This design comes from an exercise in tuning for small area and few clock cycles per item on the open sky130 flow, not from production work.
The RTL was checked by simulation tests, not by an equivalence proof against the original design.

File: flow/design.v
module aes_sbox (
  input  wire [7:0] in,
  output wire [7:0] out
);
  wire U0 = in[7], U1 = in[6], U2 = in[5], U3 = in[4], U4 = in[3], U5 = in[2], U6 = in[1], U7 = in[0];
  wire T4, T2, T1, T3, T13, X5, T6, T8, X8, T9, T19, T20, T10, T22, T24, T23;
  wire X16, T27, T16, T15, T26, T25, T17, T14, M1, M2, M3, M4, M5, M6, M7, M8;
  wire M9, M10, M11, M12, M13, M14, M15, M16, M17, M18, M19, M20, M21, M22, M23, M24;
  wire M25, M26, M27, M28, M29, M30, M31, M32, M33, M34, M35, M36, M37, M38, M39, M40;
  wire M41, M42, M43, M44, M45, M46, M47, M48, M49, M50, M51, M52, M53, M54, M55, M56;
  wire M57, M58, M59, M60, M61, M62, M63, Y0, Y1, Y2, Y3, Y4, Y5, Y6, Y7, Y8;
  wire Y9, Y10, Y11, Y13, Y14, Y15, Y17, Y19, Y21, Y22, Y24, Y26, Y27, Y29, Y30;
  g_xor2 u_t4 (.a(U3), .b(U5), .y(T4));
  g_xor2 u_t2 (.a(U5), .b(U0), .y(T2));
  g_xor2 u_t1 (.a(U0), .b(U3), .y(T1));
  g_xor2 u_t3 (.a(U6), .b(U0), .y(T3));
  g_xor2 u_t13 (.a(T3), .b(T4), .y(T13));
  g_xor2 u_x5 (.a(U4), .b(U6), .y(X5));
  g_xor2 u_t6 (.a(X5), .b(T1), .y(T6));
  g_xor2 u_t8 (.a(T6), .b(U7), .y(T8));
  g_xor2 u_x8 (.a(U1), .b(U2), .y(X8));
  g_xor2 u_t9 (.a(U7), .b(X8), .y(T9));
  g_xor2 u_t19 (.a(U3), .b(T9), .y(T19));
  g_xor2 u_t20 (.a(U0), .b(T9), .y(T20));
  g_xor2 u_t10 (.a(X8), .b(T6), .y(T10));
  g_xor2 u_t22 (.a(U6), .b(T9), .y(T22));
  g_oai21 u_t24 (.a(T2), .b(T10), .n(M14), .y(T24));
  g_xor2 u_t23 (.a(T19), .b(T13), .y(T23));
  g_xor2 u_x16 (.a(U2), .b(U5), .y(X16));
  g_xor2 u_t27 (.a(T1), .b(X16), .y(T27));
  g_xor2 u_t16 (.a(X5), .b(X16), .y(T16));
  g_xor2 u_t15 (.a(T16), .b(X8), .y(T15));
  g_oai21 u_t26 (.a(T16), .b(T3), .n(M6), .y(T26));
  g_xor2 u_t25 (.a(U0), .b(T16), .y(T25));
  g_xor2 u_t17 (.a(T16), .b(T9), .y(T17));
  g_xor2 u_t14 (.a(T1), .b(T15), .y(T14));
  g_nand2 u_m1 (.a(T13), .b(T6), .y(M1));
  g_nand2 u_m2 (.a(T23), .b(T8), .y(M2));
  g_xnor2 u_m3 (.a(T14), .b(M1), .y(M3));
  g_nand2 u_m4 (.a(T19), .b(U7), .y(M4));
  g_xor2 u_m5 (.a(M4), .b(M1), .y(M5));
  g_nand2 u_m6 (.a(T3), .b(T16), .y(M6));
  g_nand2 u_m7 (.a(T22), .b(T9), .y(M7));
  g_xor2 u_m8 (.a(T26), .b(M6), .y(M8));
  g_nand2 u_m9 (.a(T20), .b(T17), .y(M9));
  g_xor2 u_m10 (.a(M9), .b(M6), .y(M10));
  g_nand2 u_m11 (.a(T1), .b(T15), .y(M11));
  g_nand2 u_m12 (.a(T4), .b(T27), .y(M12));
  g_xor2 u_m13 (.a(M12), .b(M11), .y(M13));
  g_nand2 u_m14 (.a(T2), .b(T10), .y(M14));
  g_xor2 u_m15 (.a(M14), .b(M11), .y(M15));
  g_xnor2 u_m16 (.a(M3), .b(M2), .y(M16));
  g_xnor2 u_m17 (.a(M5), .b(T24), .y(M17));
  g_xnor2 u_m18 (.a(M8), .b(M7), .y(M18));
  g_xor2 u_m19 (.a(M10), .b(M15), .y(M19));
  g_xor2 u_m20 (.a(M16), .b(M13), .y(M20));
  g_xor2 u_m21 (.a(M17), .b(M15), .y(M21));
  g_xor2 u_m22 (.a(M18), .b(M13), .y(M22));
  g_xor2 u_m23 (.a(M19), .b(T25), .y(M23));
  g_xnor2 u_m24 (.a(M22), .b(M23), .y(M24));
  g_nand2 u_m25 (.a(M22), .b(M20), .y(M25));
  g_xor2 u_m26 (.a(M21), .b(M25), .y(M26));
  g_xnor2 u_m27 (.a(M20), .b(M21), .y(M27));
  g_xor2 u_m28 (.a(M23), .b(M25), .y(M28));
  g_nor2 u_m29 (.a(M28), .b(M27), .y(M29));
  g_nor2 u_m30 (.a(M26), .b(M24), .y(M30));
  g_nand2 u_m31 (.a(M20), .b(M23), .y(M31));
  g_nor2 u_m32 (.a(M27), .b(M31), .y(M32));
  g_xor2 u_m33 (.a(M27), .b(M25), .y(M33));
  g_nand2 u_m34 (.a(M21), .b(M22), .y(M34));
  g_nor2 u_m35 (.a(M24), .b(M34), .y(M35));
  g_xor2 u_m36 (.a(M24), .b(M25), .y(M36));
  g_xor2 u_m37 (.a(M21), .b(M29), .y(M37));
  g_xor2 u_m38 (.a(M32), .b(M33), .y(M38));
  g_xor2 u_m39 (.a(M23), .b(M30), .y(M39));
  g_xor2 u_m40 (.a(M35), .b(M36), .y(M40));
  g_xor2 u_m41 (.a(M38), .b(M40), .y(M41));
  g_xor2 u_m42 (.a(M37), .b(M39), .y(M42));
  g_xor2 u_m43 (.a(M37), .b(M38), .y(M43));
  g_xor2 u_m44 (.a(M39), .b(M40), .y(M44));
  g_xor2 u_m45 (.a(M42), .b(M41), .y(M45));
  g_nand2 u_m46 (.a(M44), .b(T6), .y(M46));
  g_nand2 u_m47 (.a(M40), .b(T8), .y(M47));
  g_nand2 u_m48 (.a(M39), .b(U7), .y(M48));
  g_nand2 u_m49 (.a(M43), .b(T16), .y(M49));
  g_nand2 u_m50 (.a(M38), .b(T9), .y(M50));
  g_nand2 u_m51 (.a(M37), .b(T17), .y(M51));
  g_nand2 u_m52 (.a(M42), .b(T15), .y(M52));
  g_nand2 u_m53 (.a(M45), .b(T27), .y(M53));
  g_nand2 u_m54 (.a(M41), .b(T10), .y(M54));
  g_nand2 u_m55 (.a(M44), .b(T13), .y(M55));
  g_nand2 u_m56 (.a(M40), .b(T23), .y(M56));
  g_nand2 u_m57 (.a(M39), .b(T19), .y(M57));
  g_nand2 u_m58 (.a(M43), .b(T3), .y(M58));
  g_nand2 u_m59 (.a(M38), .b(T22), .y(M59));
  g_nand2 u_m60 (.a(M37), .b(T20), .y(M60));
  g_nand2 u_m61 (.a(M42), .b(T1), .y(M61));
  g_nand2 u_m62 (.a(M45), .b(T4), .y(M62));
  g_nand2 u_m63 (.a(M41), .b(T2), .y(M63));
  g_xor2 u_y0 (.a(M61), .b(M62), .y(Y0));
  g_xnor2 u_y1 (.a(M56), .b(Y0), .y(Y1));
  g_xnor2 u_y2 (.a(M55), .b(Y1), .y(Y2));
  g_xor2 u_y3 (.a(M49), .b(M50), .y(Y3));
  g_xor2 u_y4 (.a(M46), .b(M58), .y(Y4));
  g_xnor2 u_y5 (.a(M48), .b(Y4), .y(Y5));
  g_xor2 u_y6 (.a(M46), .b(M47), .y(Y6));
  g_xor2 u_y7 (.a(M52), .b(M53), .y(Y7));
  g_xor2 u_y8 (.a(M50), .b(M51), .y(Y8));
  g_xnor2 u_y9 (.a(M59), .b(Y8), .y(Y9));
  g_xor2 u_y10 (.a(Y0), .b(Y9), .y(Y10));
  g_xor2 u_y11 (.a(Y3), .b(Y5), .y(Y11));
  g_xnor2 u_s7 (.a(Y11), .b(Y10), .y(out[0]));
  g_xor2 u_y13 (.a(M53), .b(M54), .y(Y13));
  g_xnor2 u_y14 (.a(M60), .b(Y13), .y(Y14));
  g_xor2 u_y15 (.a(Y3), .b(Y6), .y(Y15));
  g_xor2 u_s3 (.a(Y15), .b(Y2), .y(out[4]));
  g_xor2 u_y17 (.a(Y6), .b(Y7), .y(Y17));
  g_xnor2 u_s1 (.a(Y2), .b(Y17), .y(out[6]));
  g_xor2 u_y19 (.a(Y3), .b(Y7), .y(Y19));
  g_xor2 u_s0 (.a(Y2), .b(Y19), .y(out[7]));
  g_xor2 u_y21 (.a(Y11), .b(Y14), .y(Y21));
  g_xnor2 u_y22 (.a(M58), .b(Y13), .y(Y22));
  g_xnor2 u_s6 (.a(Y10), .b(Y22), .y(out[1]));
  g_xnor2 u_y24 (.a(M57), .b(Y1), .y(Y24));
  g_xor2 u_s5 (.a(Y24), .b(Y21), .y(out[2]));
  g_xor2 u_y26 (.a(M47), .b(M48), .y(Y26));
  g_xor2 u_y27 (.a(Y8), .b(Y26), .y(Y27));
  g_xor2 u_s4 (.a(Y2), .b(Y27), .y(out[3]));
  g_xor2 u_y29 (.a(M61), .b(M63), .y(Y29));
  g_xor2 u_y30 (.a(Y19), .b(Y29), .y(Y30));
  g_xnor2 u_s2 (.a(Y21), .b(Y30), .y(out[5]));
endmodule
module aes_sbox_n (
  input  wire [7:0] in,
  output wire [7:0] out
);
  wire U0 = in[7], U1 = in[6], U2 = in[5], U3 = in[4], U4 = in[3], U5 = in[2], U6 = in[1], U7 = in[0];
  wire T4, T2, T1, T3, T13, X5, T6, T8, X8, T9, T19, T20, T10, T22, T24, T23;
  wire X16, T27, T16, T15, T26, T25, T17, T14, M1, M2, M3, M4, M5, M6, M7, M8;
  wire M9, M10, M11, M12, M13, M14, M15, M16, M17, M18, M19, M20, M21, M22, M23, M24;
  wire M25, M26, M27, M28, M29, M30, M31, M32, M33, M34, M35, M36, M37, M38, M39, M40;
  wire M41, M42, M43, M44, M45, M46, M47, M48, M49, M50, M51, M52, M53, M54, M55, M56;
  wire M57, M58, M59, M60, M61, M62, M63, Y0, Y1, Y2, Y3, Y4, Y5, Y6, Y7, Y8;
  wire Y9, Y10, Y11, Y13, Y14, Y15, Y17, Y19, Y21, Y22, Y24, Y26, Y27, Y29, Y30;
  g_xor2 u_t4 (.a(U3), .b(U5), .y(T4));
  g_xor2 u_t2 (.a(U5), .b(U0), .y(T2));
  g_xor2 u_t1 (.a(U0), .b(U3), .y(T1));
  g_xor2 u_t3 (.a(U6), .b(U0), .y(T3));
  g_xor2 u_t13 (.a(T3), .b(T4), .y(T13));
  g_xor2 u_x5 (.a(U4), .b(U6), .y(X5));
  g_xor2 u_t6 (.a(X5), .b(T1), .y(T6));
  g_xnor2 u_t8 (.a(T6), .b(U7), .y(T8));
  g_xor2 u_x8 (.a(U1), .b(U2), .y(X8));
  g_xnor2 u_t9 (.a(U7), .b(X8), .y(T9));
  g_xor2 u_t19 (.a(U3), .b(T9), .y(T19));
  g_xnor2 u_t20 (.a(U0), .b(T9), .y(T20));
  g_xor2 u_t10 (.a(X8), .b(T6), .y(T10));
  g_xnor2 u_t22 (.a(U6), .b(T9), .y(T22));
  g_oai21 u_t24 (.a(T2), .b(T10), .n(M14), .y(T24));
  g_xnor2 u_t23 (.a(T19), .b(T13), .y(T23));
  g_xor2 u_x16 (.a(U2), .b(U5), .y(X16));
  g_xor2 u_t27 (.a(T1), .b(X16), .y(T27));
  g_xor2 u_t16 (.a(X5), .b(X16), .y(T16));
  g_xor2 u_t15 (.a(T16), .b(X8), .y(T15));
  g_oai21 u_t26 (.a(T16), .b(T3), .n(M6), .y(T26));
  g_xnor2 u_t25 (.a(U0), .b(T16), .y(T25));
  g_xor2 u_t17 (.a(T16), .b(T9), .y(T17));
  g_xor2 u_t14 (.a(T1), .b(T15), .y(T14));
  g_nand2 u_m1 (.a(T13), .b(T6), .y(M1));
  g_nand2 u_m2 (.a(T23), .b(T8), .y(M2));
  g_xnor2 u_m3 (.a(T14), .b(M1), .y(M3));
  g_nor2 u_m4 (.a(T19), .b(U7), .y(M4));
  g_xnor2 u_m5 (.a(M4), .b(M1), .y(M5));
  g_nand2 u_m6 (.a(T3), .b(T16), .y(M6));
  g_nand2 u_m7 (.a(T22), .b(T9), .y(M7));
  g_xor2 u_m8 (.a(T26), .b(M6), .y(M8));
  g_nand2 u_m9 (.a(T20), .b(T17), .y(M9));
  g_xor2 u_m10 (.a(M9), .b(M6), .y(M10));
  g_nand2 u_m11 (.a(T1), .b(T15), .y(M11));
  g_nand2 u_m12 (.a(T4), .b(T27), .y(M12));
  g_xor2 u_m13 (.a(M12), .b(M11), .y(M13));
  g_nand2 u_m14 (.a(T2), .b(T10), .y(M14));
  g_xor2 u_m15 (.a(M14), .b(M11), .y(M15));
  g_xnor2 u_m16 (.a(M3), .b(M2), .y(M16));
  g_xnor2 u_m17 (.a(M5), .b(T24), .y(M17));
  g_xnor2 u_m18 (.a(M8), .b(M7), .y(M18));
  g_xor2 u_m19 (.a(M10), .b(M15), .y(M19));
  g_xor2 u_m20 (.a(M16), .b(M13), .y(M20));
  g_xor2 u_m21 (.a(M17), .b(M15), .y(M21));
  g_xor2 u_m22 (.a(M18), .b(M13), .y(M22));
  g_xor2 u_m23 (.a(M19), .b(T25), .y(M23));
  g_xnor2 u_m24 (.a(M22), .b(M23), .y(M24));
  g_nand2 u_m25 (.a(M22), .b(M20), .y(M25));
  g_xor2 u_m26 (.a(M21), .b(M25), .y(M26));
  g_xnor2 u_m27 (.a(M20), .b(M21), .y(M27));
  g_xor2 u_m28 (.a(M23), .b(M25), .y(M28));
  g_nor2 u_m29 (.a(M28), .b(M27), .y(M29));
  g_nor2 u_m30 (.a(M26), .b(M24), .y(M30));
  g_nand2 u_m31 (.a(M20), .b(M23), .y(M31));
  g_nor2 u_m32 (.a(M27), .b(M31), .y(M32));
  g_xor2 u_m33 (.a(M27), .b(M25), .y(M33));
  g_nand2 u_m34 (.a(M21), .b(M22), .y(M34));
  g_nor2 u_m35 (.a(M24), .b(M34), .y(M35));
  g_xor2 u_m36 (.a(M24), .b(M25), .y(M36));
  g_xor2 u_m37 (.a(M21), .b(M29), .y(M37));
  g_xor2 u_m38 (.a(M32), .b(M33), .y(M38));
  g_xnor2 u_m39 (.a(M23), .b(M30), .y(M39));
  g_xor2 u_m40 (.a(M35), .b(M36), .y(M40));
  g_xor2 u_m41 (.a(M38), .b(M40), .y(M41));
  g_xnor2 u_m42 (.a(M37), .b(M39), .y(M42));
  g_xor2 u_m43 (.a(M37), .b(M38), .y(M43));
  g_xnor2 u_m44 (.a(M39), .b(M40), .y(M44));
  g_xor2 u_m45 (.a(M42), .b(M41), .y(M45));
  g_nand2 u_m46 (.a(M44), .b(T6), .y(M46));
  g_nand2 u_m47 (.a(M40), .b(T8), .y(M47));
  g_nor2 u_m48 (.a(M39), .b(U7), .y(M48));
  g_nand2 u_m49 (.a(M43), .b(T16), .y(M49));
  g_nand2 u_m50 (.a(M38), .b(T9), .y(M50));
  g_nand2 u_m51 (.a(M37), .b(T17), .y(M51));
  g_nand2 u_m52 (.a(M42), .b(T15), .y(M52));
  g_nand2 u_m53 (.a(M45), .b(T27), .y(M53));
  g_nand2 u_m54 (.a(M41), .b(T10), .y(M54));
  g_nand2 u_m55 (.a(M44), .b(T13), .y(M55));
  g_nand2 u_m56 (.a(M40), .b(T23), .y(M56));
  g_nor2 u_m57 (.a(M39), .b(T19), .y(M57));
  g_nand2 u_m58 (.a(M43), .b(T3), .y(M58));
  g_nand2 u_m59 (.a(M38), .b(T22), .y(M59));
  g_nand2 u_m60 (.a(M37), .b(T20), .y(M60));
  g_nand2 u_m61 (.a(M42), .b(T1), .y(M61));
  g_nand2 u_m62 (.a(M45), .b(T4), .y(M62));
  g_nand2 u_m63 (.a(M41), .b(T2), .y(M63));
  g_xor2 u_y0 (.a(M61), .b(M62), .y(Y0));
  g_xnor2 u_y1 (.a(M56), .b(Y0), .y(Y1));
  g_xnor2 u_y2 (.a(M55), .b(Y1), .y(Y2));
  g_xor2 u_y3 (.a(M49), .b(M50), .y(Y3));
  g_xor2 u_y4 (.a(M46), .b(M58), .y(Y4));
  g_xor2 u_y5 (.a(M48), .b(Y4), .y(Y5));
  g_xor2 u_y6 (.a(M46), .b(M47), .y(Y6));
  g_xor2 u_y7 (.a(M52), .b(M53), .y(Y7));
  g_xor2 u_y8 (.a(M50), .b(M51), .y(Y8));
  g_xnor2 u_y9 (.a(M59), .b(Y8), .y(Y9));
  g_xor2 u_y10 (.a(Y0), .b(Y9), .y(Y10));
  g_xor2 u_y11 (.a(Y3), .b(Y5), .y(Y11));
  g_xnor2 u_s7 (.a(Y11), .b(Y10), .y(out[0]));
  g_xor2 u_y13 (.a(M53), .b(M54), .y(Y13));
  g_xnor2 u_y14 (.a(M60), .b(Y13), .y(Y14));
  g_xor2 u_y15 (.a(Y3), .b(Y6), .y(Y15));
  g_xor2 u_s3 (.a(Y15), .b(Y2), .y(out[4]));
  g_xor2 u_y17 (.a(Y6), .b(Y7), .y(Y17));
  g_xnor2 u_s1 (.a(Y2), .b(Y17), .y(out[6]));
  g_xor2 u_y19 (.a(Y3), .b(Y7), .y(Y19));
  g_xor2 u_s0 (.a(Y2), .b(Y19), .y(out[7]));
  g_xor2 u_y21 (.a(Y11), .b(Y14), .y(Y21));
  g_xnor2 u_y22 (.a(M58), .b(Y13), .y(Y22));
  g_xnor2 u_s6 (.a(Y10), .b(Y22), .y(out[1]));
  g_xor2 u_y24 (.a(M57), .b(Y1), .y(Y24));
  g_xor2 u_s5 (.a(Y24), .b(Y21), .y(out[2]));
  g_xnor2 u_y26 (.a(M47), .b(M48), .y(Y26));
  g_xor2 u_y27 (.a(Y8), .b(Y26), .y(Y27));
  g_xor2 u_s4 (.a(Y2), .b(Y27), .y(out[3]));
  g_xor2 u_y29 (.a(M61), .b(M63), .y(Y29));
  g_xor2 u_y30 (.a(Y19), .b(Y29), .y(Y30));
  g_xnor2 u_s2 (.a(Y21), .b(Y30), .y(out[5]));
endmodule
module g_xor2  (input wire a, input wire b, output wire y); assign y = a ^ b;    endmodule
module g_xnor2 (input wire a, input wire b, output wire y); assign y = ~(a ^ b); endmodule
module g_nand2 (input wire a, input wire b, output wire y); assign y = ~(a & b); endmodule
module g_nor2  (input wire a, input wire b, output wire y); assign y = ~(a | b); endmodule
module g_mux2i (input wire s, input wire a0, input wire a1, output wire y); assign y = ~(s ? a1 : a0); endmodule
module g_oai21 (input wire a, input wire b, input wire n, output wire y); assign y = ~((a | b) & n); endmodule
module g_aoi21 (input wire a, input wire b, input wire n, output wire y); assign y = ~((a & b) | n); endmodule
module aes128_core (
  input  wire         clk,
  input  wire         rst,         
  input  wire         in_valid,
  output wire         in_ready,
  input  wire [127:0] in_key,
  input  wire [127:0] in_block,
  output reg          out_valid,
  input  wire         out_ready,
  output wire [127:0] out_block
);
  reg         busy;
  reg  [3:0]  round;       
  reg [127:0] state;       
  reg [127:0] rkey;        
  wire accept = in_valid && in_ready;
  assign in_ready = !busy && (!out_valid || out_ready);
  reg [7:0] rcon;          
  always @* begin
    case (round)
      4'd2:    rcon = 8'h02;
      4'd3:    rcon = 8'h04;
      4'd4:    rcon = 8'h08;
      4'd5:    rcon = 8'h10;
      4'd6:    rcon = 8'h20;
      4'd7:    rcon = 8'h40;
      4'd8:    rcon = 8'h80;
      4'd9:    rcon = 8'h1b;
      4'd10:   rcon = 8'h36;
      default: rcon = 8'h01;
    endcase
  end
  wire [127:0] k_in_n;
  genvar b;
  generate
    for (b = 0; b < 128; b = b + 1) begin : g_kmux
      g_mux2i u_kmux (.s(busy), .a0(in_key[b]), .a1(rkey[b]), .y(k_in_n[b]));
    end
  endgenerate
  wire [127:0] k_next;
  aes_key_step u_key (.k_in_n(k_in_n), .rcon(rcon), .k_out(k_next));
  wire [127:0] s_mixed;
  aes_mix_ark u_mix (
    .a(state), .k(rkey), .s_out(s_mixed), .s_last(out_block)
  );
  wire [127:0] s_next;
  aes_sub_shift u_sub (.s_in(busy ? s_mixed : (in_block ^ in_key)), .s_out(s_next));
  always @(posedge clk) begin
    if (rst) begin
      busy      <= 1'b0;
      round     <= 4'd0;
      out_valid <= 1'b0;
    end else begin
      if (out_valid && out_ready)
        out_valid <= 1'b0;
      if (accept) begin
        busy  <= 1'b1;
        round <= 4'd2;
      end else if (busy) begin
        if (round == 4'd10) begin
          busy      <= 1'b0;
          round     <= 4'd0;
          out_valid <= 1'b1;
        end else begin
          round <= round + 4'd1;
        end
      end
    end
  end
  always @(posedge clk) begin
    if (accept || busy) begin
      state <= s_next;
      rkey  <= k_next;
    end
  end
endmodule
module aes_key_step (
  input  wire [127:0] k_in_n,
  input  wire [7:0]   rcon,
  output wire [127:0] k_out
);
  genvar i, b;
  wire [31:0] kw0_n = k_in_n[127:96];
  wire [31:0] kw1_n = k_in_n[95:64];
  wire [31:0] kw2_n = k_in_n[63:32];
  wire [31:0] kw3_n = k_in_n[31:0];
  wire [31:0] rot_n = {kw3_n[23:0], kw3_n[31:24]};
  wire [31:0] sub;
  wire [31:0] nw0, nw1, nw2, nw3, t0_n;
  generate
    for (i = 0; i < 4; i = i + 1) begin : g_ks
      aes_sbox_n u_sbox (.in(rot_n[31-8*i -: 8]), .out(sub[31-8*i -: 8]));
    end
    for (b = 0; b < 32; b = b + 1) begin : g_kx
      if (b >= 24) begin : g_rc
        g_xor2 u_rc (.a(kw0_n[b]), .b(rcon[b-24]), .y(t0_n[b]));
      end else begin : g_norc
        assign t0_n[b] = kw0_n[b];
      end
      g_xnor2 u_w0 (.a(t0_n[b]),  .b(sub[b]), .y(nw0[b]));
      g_xnor2 u_w1 (.a(kw1_n[b]), .b(nw0[b]), .y(nw1[b]));
      g_xnor2 u_w2 (.a(kw2_n[b]), .b(nw1[b]), .y(nw2[b]));
      g_xnor2 u_w3 (.a(kw3_n[b]), .b(nw2[b]), .y(nw3[b]));
    end
  endgenerate
  assign k_out = {nw0, nw1, nw2, nw3};
endmodule
module aes_sub_shift (
  input  wire [127:0] s_in,
  output wire [127:0] s_out
);
  genvar i;
  wire [127:0] sb;
  generate
    for (i = 0; i < 16; i = i + 1) begin : g_sub
      aes_sbox u_sbox (.in(s_in[127-8*i -: 8]), .out(sb[127-8*i -: 8]));
    end
    for (i = 0; i < 16; i = i + 1) begin : g_shift
      localparam integer R = i % 4;
      localparam integer C = i / 4;
      localparam integer SRC = 4 * ((C + R) % 4) + R;
      assign s_out[127-8*i -: 8] = sb[127-8*SRC -: 8];
    end
  endgenerate
endmodule
module aes_mix_ark (
  input  wire [127:0] a,
  input  wire [127:0] k,
  output wire [127:0] s_out,
  output wire [127:0] s_last
);
  genvar i, b, n;
  generate
    for (b = 0; b < 128; b = b + 1) begin : g_ark
      g_xor2 u_h (.a(a[b]), .b(k[b]), .y(s_last[b]));
    end
  endgenerate
  generate
    for (i = 0; i < 4; i = i + 1) begin : g_mix
      wire [31:0] ac = a[127-32*i -: 32];
      wire [31:0] h = s_last[127-32*i -: 32];
      wire [31:0] u;        
      wire [31:0] x;        
      wire [7:0]  t;
      wire [31:0] f;        
      for (b = 0; b < 4; b = b + 1) begin : g_byte
        localparam integer HI = 31 - 8*b;              
        localparam integer NX = 31 - 8*((b + 1) % 4);  
        wire [7:0] ub = u[HI -: 8];
        for (n = 0; n < 8; n = n + 1) begin : g_u
          g_xor2 u_u (.a(ac[HI-7+n]), .b(ac[NX-7+n]), .y(u[HI-7+n]));
        end
        assign x[HI-7] = ub[7];
        g_xor2 u_x1 (.a(ub[0]), .b(ub[7]), .y(x[HI-6]));
        assign x[HI-5] = ub[1];
        g_xor2 u_x3 (.a(ub[2]), .b(ub[7]), .y(x[HI-4]));
        g_xor2 u_x4 (.a(ub[3]), .b(ub[7]), .y(x[HI-3]));
        assign x[HI:HI-2] = ub[6:4];
        for (n = 0; n < 8; n = n + 1) begin : g_o
          if (n == 1 || n == 3 || n == 4) begin : g_late
            g_xor2 u_f (.a(t[n]), .b(x[HI-7+n]), .y(f[HI-7+n]));
            g_xor2 u_o (.a(f[HI-7+n]), .b(h[HI-7+n]), .y(s_out[127-32*i-8*b-7+n]));
          end else begin : g_early
            g_xor2 u_f (.a(h[HI-7+n]), .b(x[HI-7+n]), .y(f[HI-7+n]));
            g_xor2 u_o (.a(f[HI-7+n]), .b(t[n]), .y(s_out[127-32*i-8*b-7+n]));
          end
        end
      end
      for (b = 0; b < 8; b = b + 1) begin : g_t
        g_xor2 u_t (.a(u[24+b]), .b(u[8+b]), .y(t[b]));
      end
    end
  endgenerate
endmodule
File: flow/flow/run.sh
#!/bin/bash
# The standard layout, with the port buffers made of buf_1 cells rather than
# the delay-buffer cells that buffer_ports picks on its own, and a clock tree
# of clkbuf_4 cells without dummy loads.
set -euo pipefail
bash standard.sh BUFFER_PORTS_ARGS="-buffer_cell sky130_fd_sc_hd__buf_1" \
  CTS_ARGS="-sink_clustering_enable -repair_clock_nets -dont_use_dummy_load -buf_list {sky130_fd_sc_hd__clkbuf_4} -sink_clustering_size 9 -sink_clustering_max_diameter 40" \
  finish > flow_make.log 2>&1
File: flow/standard.sh
#!/bin/bash
# synth_recipe.tcl (not shown) runs the flow's synth.tcl, then flattens the netlist and writes it again
# the make line also repeats each setting of config.mk as NAME=value (left out here)
make -C /OpenROAD-flow-scripts/flow DESIGN_CONFIG=/design/flow/config.mk WORK_HOME=/design/flow/orfs CLKGATE_MAP_FILE= SYNTH_SCRIPT=/design/flow/synth_recipe.tcl "${@:-finish}"
File: flow/config.mk
export PLATFORM = sky130hd
export DESIGN_NAME = aes128_core
export DESIGN_NICKNAME = aes128_core
export VERILOG_FILES = /design/flow/design.v
export SDC_FILE = /design/flow/constraint.sdc
export NUM_CORES = 8
export LEC_CHECK = 0
export CAP_MARGIN = 20
export CORE_MARGIN = 2
export CORE_UTILIZATION = 60
export PLACE_DENSITY = 0.7
export SLEW_MARGIN = 20
export SYNTH_HIERARCHICAL = 1
export SYNTH_MINIMUM_KEEP_SIZE = 0
File: flow/constraint.sdc
create_clock -name core_clock -period 8.0 [get_ports {clk}]
set_input_delay 1.6000 -clock core_clock [delete_from_list [all_inputs] [get_ports {clk}]]
set_output_delay 1.6000 -clock core_clock [all_outputs]
set_load 0.01 [all_outputs]
==> impl_metrics.ini, run 1 <==
[status]
outcome = complete, no violations

[worst_setup_path]
start_kind = flop
required_ps = 8550
path_max_fanout = 5
worstPathArrival_ps = 8010
crit_type = flop to flop
endpoint_kind = flop

[placed_design]
place_hpwl_um = 96480
place_congestion = 1.007
portBuffers = 389

[grt]
gr-usage-met3 = 0.04395
grt_use_total = 0.3636
grt_pass1_wl_um = 166000
grt_max_degree = 159
met1_usage = 0.4712
grt_pass1_vias = 27790
grt-ovfl-total = 0
antenna_found_initial = 2
busiest_layer = met2
grt_util_met2 = 0.6033

[cts]
clock-root-buffer = clkbuf_4
postCtsSetupRepairBufs = 0
htreeDepth = 2
clk_pin_slew_ps = 90
insertion_delay_ps = 870
cts_buffer_depth = 3
cts_num_sinks = 262
cts_tree = yes
postCtsHoldBufs = 0
cts_made_buffers = 56

[sta]
holdWs_ps = 598.7
fmax_mhz = 133.9
min_period_ps = 7466
worstMarginPinSlew_ps = 1034
fin_crit_sh = 0.9333
maxSlewViolCount = 0
rsz0062_at_grt = false
max_slew_margin = 0.3106
hold_violations = 0
tns_ps = 0
setup_viol = 0
finalClockSkew_ps = 107.0

[logic_synthesis]
synth_top_family_by_area = XOR/XNOR gates
synthCells = 3962
synthMuxAreaShare = 0.03637
synth_seq_area_share = 0.2199
synth_warnings = 7
synth_fa_ha_area_frac = 0.002115
synth_compound_area_frac = 0.02682
synth_cell_types = 31
syn_area_per_cell_um2 = 8.961
synth_xor_area_frac = 0.6207
synth_area_mm2 = 0.03550
synth_fp_nets = 4228
ys_ff_latch = 262
synthSimpleGateAreaFrac = 0.08916

[final_layout]
mostFrequentLayoutCells = xor2_1 (1883), nand2_1 (719), xnor2_1 (632), buf_1 (389), edfxtp_1 (256)
layout.nets = 4857
final_common_cell = xor2_1
final_core_util = 0.6779
drive_gt1_frac = 0.05993
syn2layout_area_growth_pct = 12.27
fill_cells = 5147

[detailed_routing]
drc_errors = 0
wirelength_um = 113900
vias = 28790
ant_nets = 0
viasPerCell = 5.369
wire_per_inst_um = 21.23
first_pass_iters = 5
drtIter0Drc = 2297

[floorplan]
core_mm2 = 0.05880
start_util = 0.6038
die_h_um = 247.3
die_w_um = 247.3
rows = 89
design.portCount = 390
dieArea_mm2 = 0.06113

[worst_hold_path]
hp-class = flop to flop

[flow_run]
drv_cap = 0
==> metrics by stage <==
stage / setup WS [ps] / cells / area [µm²]
final: 533.6 / 5363 / 39860
after global routing: 26.95 / 5363 / 39860
after CTS: 654.9 / 5362 / 39850
after detailed placement: 127.7 / 5306 / 39430
after global placement: 242.6 / 5306 / 39430
after floorplan: 912.9 / 3962 / 35510
==> per-module statistics from Yosys (local to each module, per instance), a selection <==
module	times used	flip-flops and latches	cells inside
g_oai21	40	0	1
g_nor2	92	0	1
g_xnor2	504	0	1
aes128_core	1	262	726
g_nand2	588	0	1
g_xor2	1884	0	1
==> worst paths after layout <==
kind,start,to,slack [ps],cells past startpoint
min reg2reg,round[0],round[0],600,2
min,round[0],round[0],600,2
max reg2reg,state[100],state[42],530,24
max,state[100],state[42],530,24
==> repair_timing <==
action	in CTS	in global routing
resized for setup	0	1
endpoints found under the hold margin	0	0
endpoints found under the setup margin	0	1
==> kinds of logic after synthesis <==
kind of cell / count (synthesis)
AO/OA/AOI/OAI: 183
XOR/XNOR: 2516
adder cells (fa/ha/maj): 6
multiplexers: 129
buffers and inverters: 35
AND/OR/NAND/NOR: 831
flip-flops: 262
==> flip-flops by register name, summed over array words and instances, names as in the netlist <==
signal	cells
rkey	128
state	128
round	4
busy	1
out_valid	1
==> worst max-delay path, cell delays in order (launching register included) <==
cell,delay [ps]
edfxtp_1,510
xor2_1,330
xor2_1,510
xor2_1,270
xor2_1,160
nand2_1,60
o21ai_0,150
buf_4,200
xor2_1,430
xor2_1,460
xor2_1,300
nand2_1,120
xor2_1,240
xor2_1,230
xor2_1,400
xnor2_1,220
xor2_1,210
xor2_1,450
xor2_1,340
xor2_1,230
nand2_1,120
xor2_1,290
xnor2_1,180
xor2_1,310
xor2_1,430
==> routing by layer <==
layer  part of all wire  vias to the layer above
met2               0.47                     1132
met3              0.067                      213
met5                  0                        -
met4              0.049                        0
met1               0.42                    13670
li1                   -                    13770
==> cells in the mapped netlist <==
cell	instances	area (µm²)
clkbuf_1	12	45.04
mux2i_1	129	1291
ha_1	6	75.07
o31ai_1	1	7.510
nor3_1	1	5.000
a22o_1	2	17.52
nor2b_1	4	25.02
o21ai_1	41	205.2
dfxtp_1	6	120.1
xor2_1	1884	16500
a31oi_1	2	12.51
buf_6	2	22.52
nand2b_1	4	25.02
a211oi_2	2	25.02
a2bb2oi_1	1	8.760
and2_1	2	12.51
o21ai_0	131	655.6
a21oi_1	1	5.000
edfxtp_1	256	7687
o21a_1	1	7.510
nand3_1	2	10.01
buf_2	14	70.07
nand3b_2	1	11.26
buf_4	3	22.52
a21boi_0	1	7.510
nand2_1	719	2699
and2b_1	1	7.510
inv_1	4	15.01
xnor2_1	632	5535
nor2_1	96	360.4
and4b_1	1	10.01
==> final cells by class <==
| cell class | count | area (µm²) | share of cell area |
|---|---|---|---|
| Multi-Input combinational cell | 3665 | 27540 | 0.6908 |
| Sequential cell | 262 | 7811 | 0.1960 |
| Timing Repair Buffer | 602 | 3109 | 0.07800 |
| Tap cell | 773 | 967.2 | 0.02426 |
| Clock buffer | 56 | 420.4 | 0.01055 |
| Inverter | 4 | 15.01 | 0.0003767 |
| Antenna cell | 1 | 2.502 | 0.00006278 |
Testbench counts, summed over its fixed seeds: cycles 19,208, items 1,920.
==> run 2: changes to the inputs <==
--- a/flow/config.mk
+++ b/flow/config.mk
@@ -7,8 +7,8 @@
 export LEC_CHECK = 0
 export CAP_MARGIN = 20
 export CORE_MARGIN = 2
-export CORE_UTILIZATION = 60
-export PLACE_DENSITY = 0.7
+export CORE_UTILIZATION = 70
+export PLACE_DENSITY = 0.86
 export SLEW_MARGIN = 20
 export SYNTH_HIERARCHICAL = 1
 export SYNTH_MINIMUM_KEEP_SIZE = 0
==> impl_metrics.ini, run 2 <==
[status]
outcome = complete, no violations

[final_layout]
top_regs = rkey x128, state x128, round x4
mostFrequentLayoutCells = xor2_1 (1884), nand2_1 (719), xnor2_1 (632), buf_1 (389), edfxtp_1 (256)
syn2layout_area_growth_pct = 11.36
layout.nets = 4831
multi_input_area_mm2 = 0.02753
final-seq-area_mm2 = 0.007811
fill_cells = 3624
postLayoutCellArea_mm2 = 0.03953
final_common_cell = xor2_1
drive_gt1_frac = 0.05435

[sta]
hold_violations = 0
rsz0062_at_grt = false
tns_ps = 0
worstMarginPinSlew_ps = 1119
finalClockSkew_ps = 105.1
setup_viol = 0
maxSlewViolCount = 0
fin_crit_sh = 0.9435
fmax_mhz = 132.5
min_period_ps = 7548
setup_ws_ps = 452.0
max_slew_margin = 0.2543

[logic_synthesis]
ys.flop_type = edfxtp_1
synth_fp_nets = 4228
synth_seq_area_share = 0.2199
yosysTopAreaCellShare = 0.4648
synth_area_mm2 = 0.03550
syn_area_per_cell_um2 = 8.961
synth-edff-count = 256
synth_cell_types = 31
yosys-top-cells-area = xor2_1 (46%), edfxtp_1 (22%), xnor2_1 (16%)
post-synth-top-area-cell = xor2_1
synth_common_cells = xor2_1 (1884), nand2_1 (719), xnor2_1 (632), edfxtp_1 (256), o21ai_0 (131)
async_flop_share = 0
ys_ff_latch = 262
synthCells = 3962
synth_warnings = 7
synth.most_common_cell = xor2_1

[placed_design]
dpl_cell_area_mm2 = 0.03912
place_hpwl_um = 95480
portBuffers = 389
place_congestion = 1.026
dp_slack_ps = 6.661

[cts]
cts_buffer_depth = 3
insertion_delay_ps = 860
htreeDepth = 2
cts_tree = yes
cts_made_buffers = 52
cts_num_sinks = 262
clk_pin_slew_ps = 80
clock-root-buffer = clkbuf_4
cts_resized = 0

[worst_setup_path]
required_ps = 8550
crit_type = flop to flop
worstPathArrival_ps = 8100
cp_slowest_cell = edfxtp_1
critPathCapture = state[20]
cpPeakStageDelay_ps = 520
rr_endpoint = state[20]
startpoint = state[100]
start_kind = flop
ff2ff_path_depth = 23
cp_common_cell = xor2_1
worstPathCellList = xor2_1 > xor2_1 > xor2_1 > xor2_1 > nand2_1 > o21ai_0 > xor2_1 > xor2_1 > xor2_1 > nand2_1 > xor2_1 > xor2_1 > xor2_1 > xnor2_1 > nor2_1 > xor2_1 > xor2_1 > xor2_1 > nand2_1 > xor2_1 > xnor2_1 > xnor2_1 > xor2_1
path_max_fanout = 5
endpoint_kind = flop
reg2reg_slack_ps = 450
worstReg2RegStart = state[100]

[floorplan]
core_mm2 = 0.05007
rows = 82
die_w_um = 229.2
design.portCount = 390
start_util = 0.7091
dieArea_mm2 = 0.05253
die_h_um = 229.2

[grt]
grt_pass1_vias = 28650
grt_use_total = 0.4184
grt-ovfl-total = 0
antenna_found_initial = 3
grt_max_degree = 107
grt_pass1_wl_um = 167300

[detailed_routing]
vias = 29760
ant_nets = 0
drc_errors = 0
drtIter0Drc = 3074
viasPerCell = 5.682
wire_per_inst_um = 21.81
wirelength_um = 114200
first_pass_iters = 5

[worst_hold_path]
holdPathStages = 2
hp-class = flop to flop
hold_start = round[0]

[flow_run]
drv_cap = 0
-- run 2: cell counts after synthesis --
No cell type changed its count.
-- run 2: layer usage --
| metal | share of wire | vias to the layer above | GRT usage |
|---|---|---|---|
| met4 | 0.070 | 2 | 0.2589 |
| li1 | - | 13740 | - |
| met3 | 0.093 | 363 | 0.06885 |
| met1 | 0.38 | 13990 | 0.5239 |
| met5 | 0.00011 | - | 0 |
| met2 | 0.45 | 1664 | 0.6752 |
-- run 2: cell type report --
type / count / area share
multi-input cells: 3665 / 0.6963
diodes: 2 / 0.0001266
inverters: 4 / 0.0003798
flip-flops and latches: 262 / 0.1976
well taps: 672 / 0.02127
clock buffers: 52 / 0.009874
repair buffers: 580 / 0.07447
-- run 2: critical path, delay by kind of cell (launching register included) --
kind / cells / cell delay, ps
simple gates: 4 / 440
xor+xnor: 18 / 6050
compound gates: 1 / 230
flops: 1 / 520
-- run 2: worst min-delay path by stage --
stage                to  slack [ps]
2_1_floorplan  round[1]         520
3_3_place_gp   round[0]         580
3_5_place_dp   round[0]         580
4_1_cts        round[0]         590
5_1_grt        round[0]         630
6_report       round[0]         590
-- run 2: cells by family after synthesis --
family,Yosys count,share of synthesized area
DFF,262,0.2199
xor gates and xnor gates,2516,0.6207
adders and majority gates,6,0.002114
muxes,129,0.03637
and+or+nand+nor,831,0.08916
AOI/OAI and AO/OA,183,0.02682
buffers and inverters,35,0.004934
-- run 2: repair_timing --
action	CTS	global route
setup endpoints to repair	0	2
hold buffers	0	0
setup buffers	0	1
-- run 2: through the flow --
step	hold WS [ps]	utilization	cells
2_1_floorplan	521.4	-	3962
3_3_place_gp	576.6	0.7813	5182
3_5_place_dp	575.6	0.7813	5182
4_1_cts	585.0	0.7891	5234
5_1_grt	629.7	0.7896	5236
6_report	591.1	0.7896	5237
-- run 2: Yosys stat by module, one instance, submodules excluded, a selection --
| module | copies in the design | cell area (µm²) | cells | flip-flops and latches |
|---|---|---|---|---|
| g_oai21 | 40 | 5.005 | 1 | 0 |
| g_xnor2 | 504 | 8.758 | 1 | 0 |
| g_nand2 | 588 | 3.754 | 1 | 0 |
| g_mux2i | 128 | 10.01 | 1 | 0 |
| g_xor2 | 1884 | 8.758 | 1 | 0 |
| g_nor2 | 92 | 3.754 | 1 | 0 |
==> run 3: changes to the inputs <==
--- a/flow/config.mk
+++ b/flow/config.mk
@@ -8,7 +8,7 @@
 export CAP_MARGIN = 20
 export CORE_MARGIN = 2
 export CORE_UTILIZATION = 70
-export PLACE_DENSITY = 0.86
+export PLACE_DENSITY = 0.8
 export SLEW_MARGIN = 20
 export SYNTH_HIERARCHICAL = 1
 export SYNTH_MINIMUM_KEEP_SIZE = 0
==> impl_metrics.ini, run 3 <==
[floorplan]
dieArea_mm2 = 0.05253
die_w_um = 229.2
core_mm2 = 0.05007
rows = 82
start_util = 0.7091
design.portCount = 390
die_h_um = 229.2

[sta]
maxSlewViolCount = 0
fmax_mhz = 131.2
finalClockSkew_ps = 110.9
min_period_ps = 7623
fin_crit_sh = 0.9529
setup_ws_ps = 376.6
max_slew_margin = 0.2557
hold_violations = 0
rsz0062_at_grt = false
tns_ps = 0
worstMarginPinSlew_ps = 1105
setup_viol = 0

[final_layout]
drive_gt1_frac = 0.05311
final_common_cell = xor2_1
mostFrequentLayoutCells = xor2_1 (1884), nand2_1 (719), xnor2_1 (632), buf_1 (389), edfxtp_1 (256)
top_regs = rkey x128, state x128, round x4
layout.nets = 4825
final_cells = 5231
syn2layout_area_growth_pct = 11.26
final_core_util = 0.7890

[logic_synthesis]
synth_warnings = 7
synth-edff-count = 256
ys.flop_type = edfxtp_1
post-synth-top-area-cell = xor2_1
async_flop_share = 0
synth_cell_types = 31
yosys-top-cells-area = xor2_1 (46%), edfxtp_1 (22%), xnor2_1 (16%)
yosysTopAreaCellShare = 0.4648
ys_ff_latch = 262
synth_area_mm2 = 0.03550
synth.most_common_cell = xor2_1
synth_common_cells = xor2_1 (1884), nand2_1 (719), xnor2_1 (632), edfxtp_1 (256), o21ai_0 (131)
synthCells = 3962
synth_seq_area_share = 0.2199
syn_area_per_cell_um2 = 8.961
synth_fp_nets = 4228

[worst_setup_path]
cp_slowest_cell = xor2_1
worstPathCellList = xor2_1 > xor2_1 > xor2_1 > nand2_1 > o21ai_0 > xor2_1 > xor2_1 > xor2_1 > nand2_1 > o21ai_1 > xnor2_1 > xor2_1 > xnor2_1 > xor2_1 > xor2_1 > xor2_1 > xor2_1 > nand2_1 > xor2_1 > xnor2_1 > xnor2_1 > xor2_1
rr_endpoint = state[11]
cpPeakStageDelay_ps = 650
worstPathArrival_ps = 8170
ff2ff_path_depth = 22
path_max_fanout = 5
crit_type = flop to flop
endpoint_kind = flop
required_ps = 8550
startpoint = state[79]
cp_common_cell = xor2_1
path_buf_inv = 0
start_kind = flop
reg2reg_slack_ps = 380
cp.depth = 22
critPathTopFamily = XOR/XNOR gates
worstReg2RegStart = state[79]

[placed_design]
portBuffers = 389
place_hpwl_um = 95320
dp_cells = 5174
dp_slack_ps = -17.02
place_congestion = 1.012

[detailed_routing]
viasPerCell = 5.651
drc_errors = 0
ant_nets = 0
drtIter0Drc = 2950
first_pass_iters = 5
wire_per_inst_um = 21.74
vias = 29560
wirelength_um = 113700

[flow_run]
drv_cap = 0

[grt]
grt_use_total = 0.4188
grt_max_degree = 160
grt-ovfl-total = 0
antenna_found_initial = 3
grt_pass1_vias = 28320
grt_pass1_wl_um = 167400

[cts]
clock-root-buffer = clkbuf_4
cts_made_buffers = 54
cts_num_sinks = 262
clk_pin_slew_ps = 100
insertion_delay_ps = 840
cts_tree = yes
postCtsHoldBufs = 0
cts_buffer_depth = 3
htreeDepth = 2

[worst_hold_path]
hp-class = flop to flop
holdPathStages = 2
holdPathEnd = round[0]
hold_start = round[0]

[status]
outcome = complete, no violations
[run 3: stage by stage]
stage | cell area [µm²] | hold slack, ps
6_report | 39500 | 599.6
5_1_grt | 39500 | 626.1
4_1_cts | 39480 | 592.5
3_5_place_dp | 39070 | 576.9
3_3_place_gp | 39070 | 562.8
2_1_floorplan | 35510 | 521.4
[run 3: cell type report]
cell class,instances,area [µm²]
Multi-Input combinational cell,3665,27530
Clock buffer,54,405.4
Sequential cell,262,7811
Antenna cell,2,5.005
Timing Repair Buffer,572,2897
Tap cell,672,840.8
Inverter,4,15.01
Fill cell,3612,10570
[run 3: what timing repair did]
item,in CTS,in global routing
setup endpoints to repair,0,1
gates resized for setup,0,0
setup buffers,0,1
[run 3: worst max path at each step]
| stage | to | slack (ps) |
|---|---|---|
| floorplan | rkey[15] | 910 |
| global placement | rkey[10] | 240 |
| detailed placement | rkey[10] | -20 |
| CTS | rkey[10] | 480 |
| global route | state[116] | 50 |
| finish | state[11] | 380 |
[run 3: worst register-to-register path: cells and delay by family (launching register included)]
| kind | cells | cell delay (ps) |
|---|---|---|
| xor gates and xnor gates | 17 | 6100 |
| DFF | 1 | 520 |
| AOI/OAI and AO/OA | 2 | 420 |
| and+or+nand+nor | 3 | 320 |
[run 3: kinds of logic after synthesis]
kind of cell	after synthesis	synth area share
AND/OR/NAND/NOR	831	0.08916
XOR/XNOR	2516	0.6207
AO/OA/AOI/OAI	183	0.02682
buffers and inverters	35	0.004934
adder cells (fa/ha/maj)	6	0.002114
flip-flops	262	0.2199
multiplexers	129	0.03637
[run 3: layer usage]
layer / track usage / wire, µm / up-vias / part of all wire
met1: 0.5356 / 44610 / 13910 / 0.39
met4: 0.2315 / 7208 / 2 / 0.063
li1: - / - / 13730 / -
met5: 0 / 10 / - / 0.000088
met2: 0.6850 / 51840 / 1592 / 0.46
met3: 0.05640 / 10040 / 324 / 0.088
[run 3: per-module statistics from Yosys, one instance, submodules excluded, excerpt]
module       flip-flops and latches  times used
aes128_core                     262           1
g_mux2i                           0         128
g_nand2                           0         588
g_nor2                            0          92
g_oai21                           0          40
g_xnor2                           0         504
g_xor2                            0        1884
==> run 4: changes to the inputs <==
--- a/flow/config.mk
+++ b/flow/config.mk
@@ -7,8 +7,8 @@
 export LEC_CHECK = 0
 export CAP_MARGIN = 20
 export CORE_MARGIN = 2
-export CORE_UTILIZATION = 70
-export PLACE_DENSITY = 0.8
+export CORE_UTILIZATION = 75
+export PLACE_DENSITY = 0.84
 export SLEW_MARGIN = 20
 export SYNTH_HIERARCHICAL = 1
 export SYNTH_MINIMUM_KEEP_SIZE = 0
==> impl_metrics.ini, run 4 <==
[status]
outcome = complete, no violations

[worst_setup_path]
ff2ff_path_depth = 23
start_kind = input port
crit_type = input port to flop
endpoint_kind = flop
required_ps = 8550
worstPathArrival_ps = 8130
path_max_fanout = 4

[placed_design]
place_congestion = 1.016
portBuffers = 389
place_hpwl_um = 95960
dp_cells = 5094

[final_layout]
multi_input_area_mm2 = 0.02754
mostFrequentLayoutCells = xor2_1 (1883), nand2_1 (719), xnor2_1 (632), buf_1 (389), edfxtp_1 (256)
final_core_util = 0.8422
fill_cells = 2953
top_regs = rkey x128, state x128, round x4
layout.nets = 4809
final_cells = 5149
final-seq-area_mm2 = 0.007811
final_common_cell = xor2_1
syn2layout_area_growth_pct = 10.67
drive_gt1_frac = 0.04999

[logic_synthesis]
synth_warnings = 7
post-synth-top-area-cell = xor2_1
synth.most_common_cell = xor2_1
synth_common_cells = xor2_1 (1884), nand2_1 (719), xnor2_1 (632), edfxtp_1 (256), o21ai_0 (131)
ys.flop_type = edfxtp_1
synth-edff-count = 256
synth_fp_nets = 4228
ys_ff_latch = 262
yosys-top-cells-area = xor2_1 (46%), edfxtp_1 (22%), xnor2_1 (16%)
yosysTopAreaCellShare = 0.4648
synth_seq_area_share = 0.2199
synthCells = 3962
synth_area_mm2 = 0.03550
syn_area_per_cell_um2 = 8.961
synth_cell_types = 31
async_flop_share = 0

[sta]
maxSlewViolCount = 0
max_slew_margin = 0.2688
tns_ps = 0
holdWs_ps = 603.0
min_period_ps = 7575
finalClockSkew_ps = 93.48
fmax_mhz = 132.0
hold_violations = 0
setup_viol = 0
rsz0062_at_grt = false
worstMarginPinSlew_ps = 1097
fin_crit_sh = 0.9469

[detailed_routing]
wire_per_inst_um = 22.52
wirelength_um = 115900
vias = 30440
viasPerCell = 5.913
first_pass_iters = 27
drtIter0Drc = 3432
ant_nets = 0
drc_errors = 0

[cts]
clock-root-buffer = clkbuf_4
cts_buffer_depth = 3
cts_num_sinks = 262
cts_tree = yes
cts_made_buffers = 53
htreeDepth = 2
postCtsHoldBufs = 0
clk_pin_slew_ps = 100
insertion_delay_ps = 820

[floorplan]
design.portCount = 390
start_util = 0.7610
core_mm2 = 0.04665
dieArea_mm2 = 0.04909
die_w_um = 221.6
rows = 79
die_h_um = 221.6

[grt]
grt-ovfl-total = 0
grt_pass1_vias = 29780
antenna_found_initial = 2
grt_use_total = 0.4552
grt_pass1_wl_um = 171600
grt_max_degree = 177

[flow_run]
drv_cap = 0

[worst_hold_path]
holdPathStages = 2
hp-class = flop to flop
[run 4: logic make-up after synthesis]
group | Yosys count | synth area share
AOI/OAI and AO/OA | 183 | 0.02682
muxes | 129 | 0.03637
DFF | 262 | 0.2199
and+or+nand+nor | 831 | 0.08916
adders and majority gates | 6 | 0.002114
buffers and inverters | 35 | 0.004934
xor gates and xnor gates | 2516 | 0.6207
[run 4: per-module statistics from Yosys (local to each module, per instance), a selection]
module,area [µm²],times used
aes128_core,10550,1
g_mux2i,10.01,128
g_xnor2,8.758,504
g_xor2,8.758,1884
g_oai21,5.005,40
g_nand2,3.754,588
g_nor2,3.754,92
[run 4: path summary, 6_finish.rpt]
kind / slack, ps / to / start
worst min register to register: 600 / round[0] / round[0]
worst min-delay path: 600 / round[0] / round[0]
worst max register to register: 450 / state[62] / state[44]
worst max-delay path: 420 / rkey[6] / in_key[29]
[run 4: what timing repair did]
item,4_1_cts,5_1_grt
buffers inserted,0,1
hold endpoints to repair,0,0
resized for setup,0,1
endpoints found under the setup margin,0,6
[run 4: layout make-up]
type                            instances  share of cell area
Antenna cell                            1          0.00006369
Sequential cell                       262              0.1988
Tap cell                              607             0.01933
Timing Repair Buffer                  557             0.07053
Inverter                                4           0.0003821
Multi-Input combinational cell       3665              0.7008
Clock buffer                           53             0.01013
[run 4: metrics by stage]
step	instance area (µm²)	setup WS (ps)
after floorplan	35510	912.9
after global placement	38860	276.4
after detailed placement	38860	-133.2
after CTS	39260	494.1
after global routing	39290	79.43
final	39290	424.6
[run 4: layer usage]
layer  global-route usage  up-vias  routed length [µm]
met2               0.7340     2057               52310
met5                    0        -                  15
li1                     -    13690                   -
met3              0.06414      497               11430
met4               0.3289        2                9469
met1               0.5606    14200               42710
[run 4: worst max-delay path: stages]
cell     delay [ps]
buf_1           130
mux2i_1         370
xor2_1          380
xnor2_1         230
xor2_1          410
xnor2_1         200
nand2_1         100
xnor2_1         210
xor2_1          280
nand2_1         220
xor2_1          210
nor2_1          120
xor2_1          340
xnor2_1         220
xor2_1          210
nand2_1          90
xor2_1          250
xnor2_1         160
xnor2_1         540
xnor2_1         190
buf_4           190
xnor2_1         150
xnor2_1         740
xnor2_1         340
xnor2_1         210
==> run 5: changes to the inputs <==
==> flow/flow/run.sh (replaced) <==
#!/bin/bash
# The standard layout, with the port buffers made of buf_1 cells rather than
# the delay-buffer cells that buffer_ports picks on its own, and a clock tree
# of clkbuf_4 cells without dummy loads.
set -euo pipefail
bash standard.sh BUFFER_PORTS_ARGS="-buffer_cell sky130_fd_sc_hd__buf_1" \
  CTS_ARGS="-sink_clustering_enable -repair_clock_nets -dont_use_dummy_load -buf_list {sky130_fd_sc_hd__clkbuf_4} -sink_clustering_size 10 -sink_clustering_max_diameter 45" \
  finish > flow_make.log 2>&1
--- a/flow/config.mk
+++ b/flow/config.mk
@@ -7,8 +7,8 @@
 export LEC_CHECK = 0
 export CAP_MARGIN = 20
 export CORE_MARGIN = 2
-export CORE_UTILIZATION = 75
-export PLACE_DENSITY = 0.84
+export CORE_UTILIZATION = 60
+export PLACE_DENSITY = 0.7
 export SLEW_MARGIN = 20
 export SYNTH_HIERARCHICAL = 1
 export SYNTH_MINIMUM_KEEP_SIZE = 0
==> impl_metrics.ini, run 5 <==
[worst_setup_path]
ff2ff_path_depth = 23
worstReg2RegStart = state[103]
path_max_fanout = 5
crit_type = flop to flop
critPathCapture = state[42]
required_ps = 8560
reg2reg_slack_ps = 510
endpoint_kind = flop
worstPathArrival_ps = 8050
start_kind = flop
rr_endpoint = state[42]
startpoint = state[103]

[final_layout]
multi_input_area_mm2 = 0.02754
final_core_util = 0.6772
syn2layout_area_growth_pct = 12.16
mostFrequentLayoutCells = xor2_1 (1883), nand2_1 (719), xnor2_1 (632), buf_1 (389), edfxtp_1 (256)
final_common_cell = xor2_1
top_regs = rkey x128, state x128, round x4
layout.nets = 4850
final_cells = 5360
final-seq-area_mm2 = 0.007811
fill_cells = 5136
drive_gt1_frac = 0.05849

[sta]
maxSlewViolCount = 0
setup_viol = 0
fmax_mhz = 133.4
tns_ps = 0
min_period_ps = 7494
worstMarginPinSlew_ps = 1050
fin_crit_sh = 0.9368
setup_ws_ps = 505.8
rsz0062_at_grt = false
finalClockSkew_ps = 113.3
hold_violations = 0
max_slew_margin = 0.3001

[grt]
grt_pass1_wl_um = 165900
grt_use_total = 0.3638
grt_pass1_vias = 27670
grt-ovfl-total = 0
antenna_found_initial = 3
grt_max_degree = 159

[logic_synthesis]
synth_seq_area_share = 0.2199
ys.flop_type = edfxtp_1
synth_fp_nets = 4228
syn_area_per_cell_um2 = 8.961
synth_area_mm2 = 0.03550
synth_cell_types = 31
yosysTopAreaCellShare = 0.4648
post-synth-top-area-cell = xor2_1
yosys-top-cells-area = xor2_1 (46%), edfxtp_1 (22%), xnor2_1 (16%)
ys_ff_latch = 262
synth.most_common_cell = xor2_1
synth-edff-count = 256
synth_common_cells = xor2_1 (1884), nand2_1 (719), xnor2_1 (632), edfxtp_1 (256), o21ai_0 (131)
async_flop_share = 0
synth_warnings = 7
synthCells = 3962

[floorplan]
die_h_um = 247.3
core_mm2 = 0.05880
dieArea_mm2 = 0.06113
design.portCount = 390
start_util = 0.6038
rows = 89
die_w_um = 247.3

[placed_design]
dp_slack_ps = 127.7
place_hpwl_um = 96480
portBuffers = 389
dp_cells = 5306
place_congestion = 1.007

[detailed_routing]
wirelength_um = 114000
drc_errors = 0
wire_per_inst_um = 21.27
ant_nets = 0
viasPerCell = 5.380
first_pass_iters = 5
drtIter0Drc = 2215
vias = 28840

[status]
outcome = complete, no violations

[cts]
cts_made_buffers = 49
clk_pin_slew_ps = 100
clock-root-buffer = clkbuf_4
cts_tree = yes
insertion_delay_ps = 870
postCtsSetupRepairBufs = 0
cts_num_sinks = 262
cts_buffer_depth = 3
htreeDepth = 2

[worst_hold_path]
hp-class = flop to flop

[flow_run]
drv_cap = 0
-- run 5: cell counts after synthesis --
Identical to the previous run, type by type.
-- run 5: worst min-delay path by stage --
stage / startpoint / end / slack (ps) / depth (start not counted)
floorplan: round[1] / round[1] / 520 / 2
global placement: round[0] / round[0] / 580 / 2
detailed placement: round[0] / round[0] / 590 / 2
CTS: round[0] / round[0] / 600 / 2
global route: round[0] / round[0] / 650 / 2
finish: round[0] / round[0] / 600 / 2
-- run 5: cell families (layout without fill, tap and decap cells) --
family,count (synthesis),after routing,share of synthesized area
AND/OR/NAND/NOR,831,831,0.08916
AO/OA/AOI/OAI,183,183,0.02682
buffers and inverters,35,655,0.004934
multiplexers,129,129,0.03637
adder cells (fa/ha/maj),6,6,0.002114
other,0,5,0
flip-flops,262,262,0.2199
XOR/XNOR,2516,2516,0.6207
-- run 5: timing repair --
item | in CTS | in global routing
gates resized for setup | 0 | 1
setup endpoints to repair | 0 | 1
hold buffers | 0 | 0
-- run 5: per-stage QoR --
| stage | hold WS, ps | instance area, µm² |
|---|---|---|
| 4_1_cts | 596.7 | 39800 |
| 2_1_floorplan | 521.4 | 35510 |
| 6_report | 603.2 | 39820 |
| 3_3_place_gp | 576.7 | 39430 |
| 5_1_grt | 651.4 | 39810 |
| 3_5_place_dp | 588.4 | 39430 |
-- run 5: modules after synthesis, one instance, submodules excluded, excerpt --
module,cells inside,flops+latches
g_xor2,1,0
aes128_core,726,262
g_nor2,1,0
g_mux2i,1,0
g_xnor2,1,0
g_nand2,1,0
g_oai21,1,0
-- run 5: final cells by class --
type	count	area share
timing repair buffer	602	0.07809
inverter	4	0.0003771
clock buffer	49	0.009238
antenna	5	0.0003142
sequential	262	0.1962
tap	773	0.02429
multi-input combinational	3665	0.6915
-- run 5: worst max-delay path, stage by stage (launching register included) --
cell and delay (ps):
edfxtp_1 500, xor2_1 620, xor2_1 540, xor2_1 210, nand2_1 70, o21ai_0 110, buf_4 230, xor2_1 440
xor2_1 460, xor2_1 310, nand2_1 120, xor2_1 250, xor2_1 230, xor2_1 400, xnor2_1 220, xor2_1 210
xor2_1 440, xor2_1 330, xor2_1 220, nand2_1 120, xor2_1 290, xnor2_1 180, xor2_1 310, xor2_1 430
-- run 5: per-layer routing --
metal	GRT usage	up-vias	wire (µm)
li1	-	13780	-
met1	0.4726	13680	46910
met2	0.6011	1170	52860
met3	0.04764	208	8474
met4	0.1664	0	5753
met5	0	-	0
==> run 6: changes to the inputs <==
--- a/flow/config.mk
+++ b/flow/config.mk
@@ -7,8 +7,8 @@
 export LEC_CHECK = 0
 export CAP_MARGIN = 20
 export CORE_MARGIN = 2
-export CORE_UTILIZATION = 60
-export PLACE_DENSITY = 0.7
+export CORE_UTILIZATION = 70
+export PLACE_DENSITY = 0.8
 export SLEW_MARGIN = 20
 export SYNTH_HIERARCHICAL = 1
 export SYNTH_MINIMUM_KEEP_SIZE = 0
==> impl_metrics.ini, run 6 <==
[placed_design]
portBuffers = 389
dp_cells = 5174
dp_slack_ps = -17.02
dpl_cell_area_mm2 = 0.03907
place_hpwl_um = 95320
place_congestion = 1.012

[floorplan]
start_util = 0.7091
design.portCount = 390
dieArea_mm2 = 0.05253
die_h_um = 229.2
rows = 82
die_w_um = 229.2
core_mm2 = 0.05007

[detailed_routing]
wire_per_inst_um = 21.81
ant_nets = 0
drc_errors = 0
first_pass_iters = 6
viasPerCell = 5.656
vias = 29550
wirelength_um = 114000
drtIter0Drc = 2832

[worst_setup_path]
path_max_fanout = 5
rr_endpoint = state[10]
start_kind = flop
required_ps = 8540
endpoint_kind = flop
worstReg2RegStart = state[79]
ff2ff_path_depth = 22
worstPathArrival_ps = 8090
reg2reg_slack_ps = 450
crit_type = flop to flop

[logic_synthesis]
syn_area_per_cell_um2 = 8.961
post-synth-top-area-cell = xor2_1
synth_cell_types = 31
synth_fp_nets = 4228
async_flop_share = 0
ys.flop_type = edfxtp_1
yosysTopAreaCellShare = 0.4648
synth_seq_area_share = 0.2199
synth_area_mm2 = 0.03550
ys_ff_latch = 262
synth_common_cells = xor2_1 (1884), nand2_1 (719), xnor2_1 (632), edfxtp_1 (256), o21ai_0 (131)
synthCells = 3962
synth.most_common_cell = xor2_1
yosys-top-cells-area = xor2_1 (46%), edfxtp_1 (22%), xnor2_1 (16%)
synth-edff-count = 256
synth_warnings = 7

[sta]
finalClockSkew_ps = 135.6
max_slew_margin = 0.2494
maxSlewViolCount = 0
worstMarginPinSlew_ps = 1114
tns_ps = 0
hold_violations = 0
min_period_ps = 7549
fin_crit_sh = 0.9437
fmax_mhz = 132.5
rsz0062_at_grt = false
setup_ws_ps = 450.7
setup_viol = 0

[cts]
cts_made_buffers = 45
clock-root-buffer = clkbuf_4
cts_num_sinks = 262
clk_pin_slew_ps = 100
insertion_delay_ps = 850
cts_tree = yes
htreeDepth = 2
cts_buffer_depth = 3

[final_layout]
postLayoutCellArea_mm2 = 0.03945
final_common_cell = xor2_1
top_regs = rkey x128, state x128, round x4
drive_gt1_frac = 0.05145
syn2layout_area_growth_pct = 11.12
mostFrequentLayoutCells = xor2_1 (1883), nand2_1 (719), xnor2_1 (632), buf_1 (389), edfxtp_1 (256)
final_cells = 5225
fill_cells = 3623
layout.nets = 4816

[grt]
grt_pass1_vias = 28280
grt-ovfl-total = 0
antenna_found_initial = 5
grt_max_degree = 160
grt_use_total = 0.4189
grt_pass1_wl_um = 167500

[flow_run]
drv_cap = 0

[worst_hold_path]
hold_start = round[0]
holdPathStages = 2
hp-class = flop to flop
holdPathEnd = round[0]

[status]
outcome = complete, no violations
[run 6: cell types whose count changed in the layout (fill, tap and decap cells not counted), sizes merged]
cell | before | now
clkbuf | 49 | 45
buf | 602 | 572
[run 6: cell families (layout without fill, tap and decap cells)]
group	count (synthesis)	after routing	share of synthesized area
compound gates	183	183	0.02682
xor+xnor	2516	2516	0.6207
fa+ha+maj	6	6	0.002114
buf+inv	35	621	0.004934
flops	262	262	0.2199
mux	129	129	0.03637
other cells	0	5	0
simple gates	831	831	0.08916
[run 6: worst max-delay path, stage by stage, from the launching register on]
cell and delay [ps]:
edfxtp_1 520, xor2_1 650, xor2_1 630, xor2_1 220
nand2_1 90, o21ai_0 280, xor2_1 500, xor2_1 470
xor2_1 300, nand2_1 140, xor2_1 250, xor2_1 210
xor2_1 330, xnor2_1 230, xor2_1 210, xor2_1 380
xor2_1 300, xor2_1 220, nand2_1 120, xor2_1 290
xnor2_1 180, xor2_1 270, xor2_1 450
[run 6: what timing repair did]
| action | CTS | global route |
|---|---|---|
| setup endpoints to repair | 0 | 2 |
| hold buffers | 0 | 0 |
| setup buffers | 0 | 1 |
| resized for setup | 0 | 1 |
[run 6: final cells by class]
class / instances / area [µm²] / area share
inverter: 4 / 15.01 / 0.0003806
clock buffer: 45 / 337.8 / 0.008564
tap: 672 / 840.8 / 0.02131
timing repair buffer: 572 / 2897 / 0.07342
antenna: 5 / 12.51 / 0.0003172
multi-input combinational: 3665 / 27540 / 0.6980
sequential: 262 / 7811 / 0.1980
[run 6: how the worst max path moves through the flow]
| stage | startpoint | to | slack (ps) |
|---|---|---|---|
| 3_5_place_dp | in_key[6] | rkey[10] | -20 |
| 5_1_grt | state[79] | state[116] | 20 |
| 6_report | state[79] | state[10] | 450 |
| 3_3_place_gp | in_key[5] | rkey[10] | 240 |
| 2_1_floorplan | busy | rkey[15] | 910 |
| 4_1_cts | busy | rkey[10] | 510 |
[run 6: per-module statistics from Yosys, one instance, submodules excluded, a selection]
module       cells  area (µm²)  times used
g_xnor2          1       8.758         504
g_nand2          1       3.754         588
g_mux2i          1       10.01         128
g_xor2           1       8.758        1884
aes128_core    726       10550           1
g_oai21          1       5.005          40
g_nor2           1       3.754          92
[run 6: per-layer routing]
metal | wire [µm] | part of all wire | up-vias | GRT usage
li1 | - | - | 13710 | -
met1 | 44570 | 0.39 | 13910 | 0.5336
met5 | 31 | 0.00027 | - | 0
met2 | 51820 | 0.45 | 1600 | 0.6836
met3 | 10240 | 0.090 | 326 | 0.06088
met4 | 7316 | 0.064 | 4 | 0.2330
[run 6: through the flow]
stage,utilization,hold slack [ps]
6_report,0.7879,611.0
5_1_grt,0.7879,629.0
4_1_cts,0.7871,594.8
3_5_place_dp,0.7804,576.9
3_3_place_gp,0.7804,562.8
2_1_floorplan,-,521.4

==> afterwards: timing with drivers on the ports <==
Ports are ideal in the flow. The routed layouts listed here were re-timed in OpenROAD. Step 1 sets driving cells, clkbuf_16 on the clock port and buf_2 on the other inputs (assumed; they add their load-dependent delay and slew). Step 2 times the ports against the registers' clock, not the clock port: input delays grow and output delays shrink by t, the midpoint of the rising clock arrivals with the driver on. a / b / c = ideal / step 1 / step 2; a / b = the first two.
run	t, ns	setup WS [ns]	worst hold slack (ns)	worst data-port slew with drivers (ns)
run 1	0.873	0.534 / 0.534 / -0.131	0.599 / 0.599 / 0.599	0.05
run 2	0.866	0.452 / 0.452 / -0.189	0.591 / 0.591 / 0.591	0.06
run 3	0.838	0.377 / 0.377 / -0.233	0.600 / 0.600 / 0.600	0.10
run 4	0.823	0.425 / 0.448 / -0.375	0.603 / 0.603 / 0.603	0.05
run 5	0.877	0.506 / 0.506 / -0.058	0.603 / 0.603 / 0.603	0.05
run 6	0.832	0.451 / 0.451 / -0.166	0.611 / 0.611 / 0.611	0.10
Met with ideal ports but missed after step 2: setup timing in every run listed. For run 4, which loses most, drivers alone change the setup slack by +0.023 ns; drivers and shift together by -0.800 ns.
